This design comes from an exercise in tuning for small area, a short achievable clock period and few clock cycles per item on the open sky130 flow, not from production work. In this exercise RTL edits were held to simulation tests only and were not proved equivalent to the original. Power and IR drop assume default switching activity.

==> flow/design.v <==
module filet_dec (
    input  wire        clk,
    input  wire        rst,           
    input  wire        in_valid,
    output wire        in_ready,
    input  wire [31:0] in_data,
    input  wire        in_last,       
    input  wire [1:0]  cfg_depth,     
    input  wire [12:0] cfg_len0,      
    input  wire [12:0] cfg_len1,      
    input  wire [12:0] cfg_len2,      
    output reg         out_valid,
    input  wire        out_ready,
    output reg  [19:0] out_data,
    output reg         out_eos,       
    output reg         out_eol,       
    output reg         out_err        
);
    localparam S_IDLE  = 3'd0;        
    localparam S_HDR   = 3'd1;        
    localparam S_SMP   = 3'd2;        
    localparam S_END   = 3'd3;        
    localparam S_FLUSH = 3'd4;        
    localparam S_DRAIN = 3'd5;        
    function [2:0] ff8(input [7:0] x);
        casez (x)
        8'b???????1: ff8 = 3'd0;
        8'b??????10: ff8 = 3'd1;
        8'b?????100: ff8 = 3'd2;
        8'b????1000: ff8 = 3'd3;
        8'b???10000: ff8 = 3'd4;
        8'b??100000: ff8 = 3'd5;
        8'b?1000000: ff8 = 3'd6;
        default:     ff8 = 3'd7;
        endcase
    endfunction
    wire        en = !out_valid || out_ready;     
    reg  [2:0]  st;
    reg  [31:0] wa, wb, wc;           
    reg  [20:0] wp;                   
    reg  [1:0]  nw;                   
    reg  [4:0]  p;                    
    reg         got_last;             
    reg         in_rdy;
    reg  [1:0]  dep;
    reg  [12:0] len1, len2;           
    reg  [12:0] srem;                 
    reg  [4:0]  blk;                  
    reg         first;                
    reg  [4:0]  k;
    reg  [5:0]  e;
    reg         verb;
    assign in_ready = in_rdy;
    wire        fire = in_valid && in_rdy;
    wire        d10 = (dep == 2'd0);
    wire        d12 = (dep == 2'd1);
    wire [4:0]  bval = d10 ? 5'd10 : d12 ? 5'd12 : 5'd20;
    wire [95:0] bufw = {wa, wb, wc};
    reg  [63:0] ge;                   
    reg  [63:0] zc;                   
    reg  [63:0] ec;                   
    integer i;
    always @* begin
        for (i = 0; i < 64; i = i + 1)
            ge[i] = (i >= p);
        for (i = 0; i < 64; i = i + 1) begin
            zc[i] = (i < 55) && ge[i] && !bufw[95 - i];
            if (i < 24) ec[i] = zc[i];
            else        ec[i] = zc[i] && !ge[i - 24];
        end
    end
    wire        esc = (ec == 64'd0);
    wire [7:0]  gany;
    wire [23:0] gidx;
    genvar g;
    generate
        for (g = 0; g < 8; g = g + 1) begin : grp
            assign gany[g] = |zc[8*g +: 8];
            assign gidx[3*g +: 3] = ff8(zc[8*g +: 8]);
        end
    endgenerate
    wire [2:0]  gsel = ff8(gany);
    wire [5:0]  z = {gsel, gidx[3*gsel +: 3]};
    reg  [6:0]  pn;                   
    always @* begin
        if (st == S_HDR)  pn = {2'b0, p} + 7'd11;
        else if (verb)    pn = {2'b0, p} + {2'b0, bval};
        else if (esc)     pn = {2'b0, p} + {2'b0, bval} + 7'd25;
        else              pn = {1'b0, z} + {2'b0, k} + 7'd1;
    end
    wire        fits = ({nw, 5'd0} >= pn);
    wire        parse    = (st == S_HDR || st == S_SMP) && en;
    wire        step     = parse && fits;
    wire        short    = parse && !fits && got_last;
    wire [41:0] hwin = {wa, wb[31:22]} << p;
    wire [5:0]  h_e  = hwin[41:36];
    wire [4:0]  h_k  = hwin[35:31];
    wire        hdr_bad  = (h_k != 5'd31) && (h_k > bval);
    wire        seq_end  = (srem == 13'd1);
    wire        line_end = seq_end && (len1 == 13'd0);
    reg  [31:0] padb;                 
    always @*
        for (i = 0; i < 32; i = i + 1)
            padb[i] = ge[i] && bufw[95 - i];
    wire        pad_ok  = (nw == 2'd0) ||
                          (nw == 2'd1 && p != 5'd0 && padb == 32'd0);
    wire [1:0]  drop = step ? pn[6:5] : 2'd0;
    wire [1:0]  nw_d = nw - drop;
    wire        keep = (st == S_IDLE || st == S_HDR || st == S_SMP || st == S_END);
    wire        wr   = fire && keep;
    reg  [2:0]  st_n;
    reg         gl_n;
    reg  [1:0]  nw_n;
    always @* begin
        st_n = st;
        gl_n = got_last || (fire && in_last);
        nw_n = nw_d + {1'b0, wr};
        case (st)
        S_IDLE:  if (fire) st_n = S_HDR;
        S_HDR:   if (short || (step && hdr_bad)) st_n = S_FLUSH;
                 else if (step) st_n = S_SMP;
        S_SMP:   if (short) st_n = S_FLUSH;
                 else if (step) st_n = line_end ? S_END :
                                       (seq_end || blk == 5'd31) ? S_HDR : S_SMP;
        S_END:   if (en) st_n = got_last ? S_IDLE : S_DRAIN;
        S_FLUSH: if (en && line_end) st_n = S_DRAIN;
        default: if (got_last) st_n = S_IDLE;
        endcase
        if (st_n == S_IDLE && st != S_IDLE) begin
            gl_n = 1'b0;
            nw_n = 2'd0;
        end
    end
    always @(posedge clk) begin
        if (rst) begin
            st       <= S_IDLE;
            nw       <= 2'd0;
            got_last <= 1'b0;
            in_rdy   <= 1'b1;
        end else begin
            st       <= st_n;
            nw       <= nw_n;
            got_last <= gl_n;
            in_rdy   <= (st_n == S_IDLE) ||
                        (!gl_n && (st_n == S_FLUSH || st_n == S_DRAIN || nw_n != 2'd3));
        end
    end
    always @(posedge clk) begin
        case (drop)
        2'd0: ;
        2'd1: begin wp <= wa[20:0]; wa <= wb; wb <= wc; end
        default: begin wp <= wb[20:0]; wa <= wc; end
        endcase
        if (wr) begin
            if (nw_d == 2'd0) wa <= in_data;
            if (nw_d == 2'd1) wb <= in_data;
            if (nw_d == 2'd2) wc <= in_data;
        end
    end
    always @(posedge clk) begin
        if (st == S_IDLE) begin
            p     <= 5'd0;
            dep   <= cfg_depth;
            len1  <= cfg_len1;
            len2  <= cfg_len2;
            srem  <= cfg_len0;
            blk   <= 5'd0;
            first <= 1'b1;
        end else begin
            if (step) p <= pn[4:0];
            if (step && st == S_HDR) begin
                e    <= h_e;
                k    <= h_k;
                verb <= (h_k == 5'd31);
            end
            if ((step && st == S_SMP) || (en && st == S_FLUSH)) begin
                first <= seq_end;
                blk   <= seq_end ? 5'd0 : blk + 5'd1;
                srem  <= seq_end ? len1 : srem - 13'd1;
                if (seq_end) begin
                    len1 <= len2;
                    len2 <= 13'd0;
                end
            end
        end
    end
    reg         r2v, r2eos, r2eol, r2err, r2ss, r2verb, r2esc;
    reg  [1:0]  r2dep;
    reg  [4:0]  r2m;
    wire [5:0]  zm = z - {1'b0, p};
    always @(posedge clk) begin
        if (rst) begin
            r2v <= 1'b0;
        end else if (en) begin
            r2v    <= (step && st == S_SMP) || st == S_FLUSH;
            r2eos  <= seq_end;
            r2eol  <= line_end;
            r2err  <= (st == S_FLUSH);
            r2ss   <= first;
            r2verb <= verb || st == S_FLUSH;
            r2esc  <= esc;
            r2dep  <= dep;
            r2m    <= zm[4:0];
        end
    end
    wire [52:0] xw   = {wp, wa} << p;
    wire [20:0] ext  = xw[52:32];
    wire        x10  = (r2dep == 2'd0);
    wire        x12  = (r2dep == 2'd1);
    wire [20:0] mk   = ~(21'h1FFFFF << k);
    wire [20:0] uesc = x10 ? {10'd0, ext[10:0]} : x12 ? {8'd0, ext[12:0]} : ext;
    wire [19:0] yverb = x10 ? {10'd0, ext[9:0]} : x12 ? {8'd0, ext[11:0]} : ext[19:0];
    wire [24:0] urice = ({20'd0, r2m} << k) | {4'd0, ext & mk};
    wire [24:0] u     = r2esc ? {4'd0, uesc} : urice;
    wire        endok = got_last && pad_ok;
    reg         r3v, r3eos, r3eol, r3err, r3ss, r3verb, r3big;
    reg  [1:0]  r3dep;
    reg  [20:0] r3q;
    reg  [5:0]  r3e;
    always @(posedge clk) begin
        if (rst) begin
            r3v <= 1'b0;
        end else if (en) begin
            r3v    <= r2v;
            r3eos  <= r2eos;
            r3eol  <= r2eol;
            r3err  <= r2err || (st == S_END && !endok);
            r3ss   <= r2ss;
            r3verb <= r2verb;
            r3dep  <= r2dep;
            r3e    <= e;
            r3q    <= r2verb ? {1'b0, yverb} : {u[0], u[20:1]};    
            r3big  <= !r2verb && (u[24:21] != 4'd0);
        end
    end
    wire        y10 = (r3dep == 2'd0);
    wire        y12 = (r3dep == 2'd1);
    wire [19:0] init = y10 ? 20'h00200 : y12 ? 20'h00800 : 20'h80000;
    wire [19:0] top  = y10 ? 20'h003FF : y12 ? 20'h00FFF : 20'hFFFFF;
    wire [19:0] base = r3ss ? init : out_data;
    wire [6:0]  stp = {r3e, 1'b1};
    wire [26:0] mq  = r3q[19:0] * stp + (r3q[20] ? {20'd0, stp} : 27'd0);
    wire [28:0] t   = {9'd0, base} + ({2'b0, mq} ^ {29{r3q[20]}}) + {28'd0, r3q[20]};
    wire        neg  = t[28];
    wire        over = y10 ? (t[27:10] != 18'd0) :
                       y12 ? (t[27:12] != 16'd0) : (t[27:20] != 8'd0);
    wire [19:0] y    = r3verb ? r3q[19:0] :
                       r3big  ? (r3q[20] ? 20'd0 : top) :
                       neg    ? 20'd0 :
                       over   ? top : t[19:0];
    always @(posedge clk) begin
        if (rst)
            out_valid <= 1'b0;
        else if (en)
            out_valid <= r3v;
    end
    always @(posedge clk) begin
        if (en && r3v) begin
            out_data <= y;
            out_eos  <= r3eos;
            out_eol  <= r3eol;
            out_err  <= r3err;
        end
    end
endmodule
clock: 24.0 ns
lec_check: 0
abc_area: 1
cap_margin: 20
core_margin: 2
core_utilization: 40
slew_margin: 20
standard.sh (not shown) runs the stock make flow with config.mk's settings and CLKGATE_MAP_FILE= SYNTH_SCRIPT=/design/flow/synth_recipe.tcl, a recipe that flattens the netlist after the stock synthesis.
==> flow/flow/run.sh <==
#!/bin/bash
# The standard layout, with the timing repair steps asked to leave a
# larger setup margin than the flow settings allow, so they work on the
# critical paths. The SDC, clock period and everything else are unchanged.
set -euo pipefail
bash standard.sh SETUP_SLACK_MARGIN=17 finish > standard_make.log 2>&1
The first run ran to the end with no violations.
Testbench counts at the start, summed over its fixed seeds: cycles 113,410, samples 109,175.
Next try:
--- a/flow/design.v
+++ b/flow/design.v
@@ -34,7 +34,10 @@
         default:     ff8 = 3'd7;
         endcase
     endfunction
-    wire        en = !out_valid || out_ready;     
+    reg         kv;                   
+    reg  [19:0] k_data;
+    reg         k_eos, k_eol, k_err;
+    wire        en = !kv;             
     reg  [2:0]  st;
     reg  [31:0] wa, wb, wc;           
     reg  [20:0] wp;                   
@@ -48,6 +51,7 @@
     reg  [4:0]  blk;                  
     reg         first;                
     reg  [4:0]  k;
+    reg  [5:0]  k1;                   
     reg  [5:0]  e;
     reg         verb;
     assign in_ready = in_rdy;
@@ -86,7 +90,7 @@
         if (st == S_HDR)  pn = {2'b0, p} + 7'd11;
         else if (verb)    pn = {2'b0, p} + {2'b0, bval};
         else if (esc)     pn = {2'b0, p} + {2'b0, bval} + 7'd25;
-        else              pn = {1'b0, z} + {2'b0, k} + 7'd1;
+        else              pn = {1'b0, z} + {1'b0, k1};
     end
     wire        fits = ({nw, 5'd0} >= pn);
     wire        parse    = (st == S_HDR || st == S_SMP) && en;
@@ -171,6 +175,7 @@
             if (step && st == S_HDR) begin
                 e    <= h_e;
                 k    <= h_k;
+                k1   <= {1'b0, h_k} + 6'd1;
                 verb <= (h_k == 5'd31);
             end
             if ((step && st == S_SMP) || (en && st == S_FLUSH)) begin
@@ -229,7 +234,7 @@
             r3verb <= r2verb;
             r3dep  <= r2dep;
             r3e    <= e;
-            r3q    <= r2verb ? {1'b0, yverb} : {u[0], u[20:1]};    
+            r3q    <= r2verb ? {1'b0, yverb} : ({1'b0, u[20:1]} ^ {21{u[0]}});
             r3big  <= !r2verb && (u[24:21] != 4'd0);
         end
     end
@@ -238,9 +243,8 @@
     wire [19:0] init = y10 ? 20'h00200 : y12 ? 20'h00800 : 20'h80000;
     wire [19:0] top  = y10 ? 20'h003FF : y12 ? 20'h00FFF : 20'hFFFFF;
     wire [19:0] base = r3ss ? init : out_data;
-    wire [6:0]  stp = {r3e, 1'b1};
-    wire [26:0] mq  = r3q[19:0] * stp + (r3q[20] ? {20'd0, stp} : 27'd0);
-    wire [28:0] t   = {9'd0, base} + ({2'b0, mq} ^ {29{r3q[20]}}) + {28'd0, r3q[20]};
+    wire signed [7:0]  stp = {1'b0, r3e, 1'b1};
+    wire signed [28:0] t   = $signed({9'd0, base}) + $signed(r3q) * stp;
     wire        neg  = t[28];
     wire        over = y10 ? (t[27:10] != 18'd0) :
                        y12 ? (t[27:12] != 16'd0) : (t[27:20] != 8'd0);
@@ -248,18 +252,38 @@
                        r3big  ? (r3q[20] ? 20'd0 : top) :
                        neg    ? 20'd0 :
                        over   ? top : t[19:0];
-    always @(posedge clk) begin
-        if (rst)
+    wire        push = en && r3v;
+    wire        ofree = !out_valid || out_ready;
+    always @(posedge clk) begin
+        if (rst) begin
             out_valid <= 1'b0;
-        else if (en)
-            out_valid <= r3v;
-    end
-    always @(posedge clk) begin
-        if (en && r3v) begin
-            out_data <= y;
-            out_eos  <= r3eos;
-            out_eol  <= r3eol;
-            out_err  <= r3err;
+            kv        <= 1'b0;
+        end else if (ofree) begin
+            out_valid <= kv || push;
+            kv        <= 1'b0;
+        end else if (push) begin
+            kv        <= 1'b1;
+        end
+    end
+    always @(posedge clk) begin
+        if (ofree) begin
+            if (kv) begin
+                out_data <= k_data;
+                out_eos  <= k_eos;
+                out_eol  <= k_eol;
+                out_err  <= k_err;
+            end else if (push) begin
+                out_data <= y;
+                out_eos  <= r3eos;
+                out_eol  <= r3eol;
+                out_err  <= r3err;
+            end
+        end
+        if (push) begin
+            k_data <= y;
+            k_eos  <= r3eos;
+            k_eol  <= r3eol;
+            k_err  <= r3err;
         end
     end
 endmodule
=>
- design area rose slightly
- worst setup slack gains 0.29 ns
- die area rose by a little under a tenth
- sequential power rose by a little under a tenth
- clock-buffer cell count rose by 8
Testbench counts after the change, summed over its fixed seeds: cycles 113,410, samples 109,175.

-- what the ideal ports hide --
The results above use ideal ports. As a check the final layouts listed here were re-extracted and re-timed, cells and wires unchanged. Step 1 (the two cells are an assumption about what drives the block):
set clk [get_ports {clk}]
set_driving_cell -lib_cell sky130_fd_sc_hd__clkbuf_16 $clk
set_driving_cell -lib_cell sky130_fd_sc_hd__buf_2 [delete_from_list [all_inputs] $clk]
Step 2, shift: input delay + t, output delay - t, t = (earliest + latest rising clock arrival at the registers) / 2. This alone moves slack from input paths to output paths. Slacks: no drivers / after step 1 / after step 2; pairs: no drivers / after step 1.
run | t, ns | setup slack, ns | clock arrival spread, ns | pins driven straight from the clock port
the first run | 0.659 | 17.139 / 17.139 / 16.536 | 0.029 / 0.029 | 1
the second run | 0.616 | 17.426 / 17.426 / 17.215 | 0.034 / 0.034 | 1
After both steps every run listed still meets setup and hold. The setup slack of the first run, which loses most, moves by 0.000 ns with the drivers and by -0.603 ns with both steps.
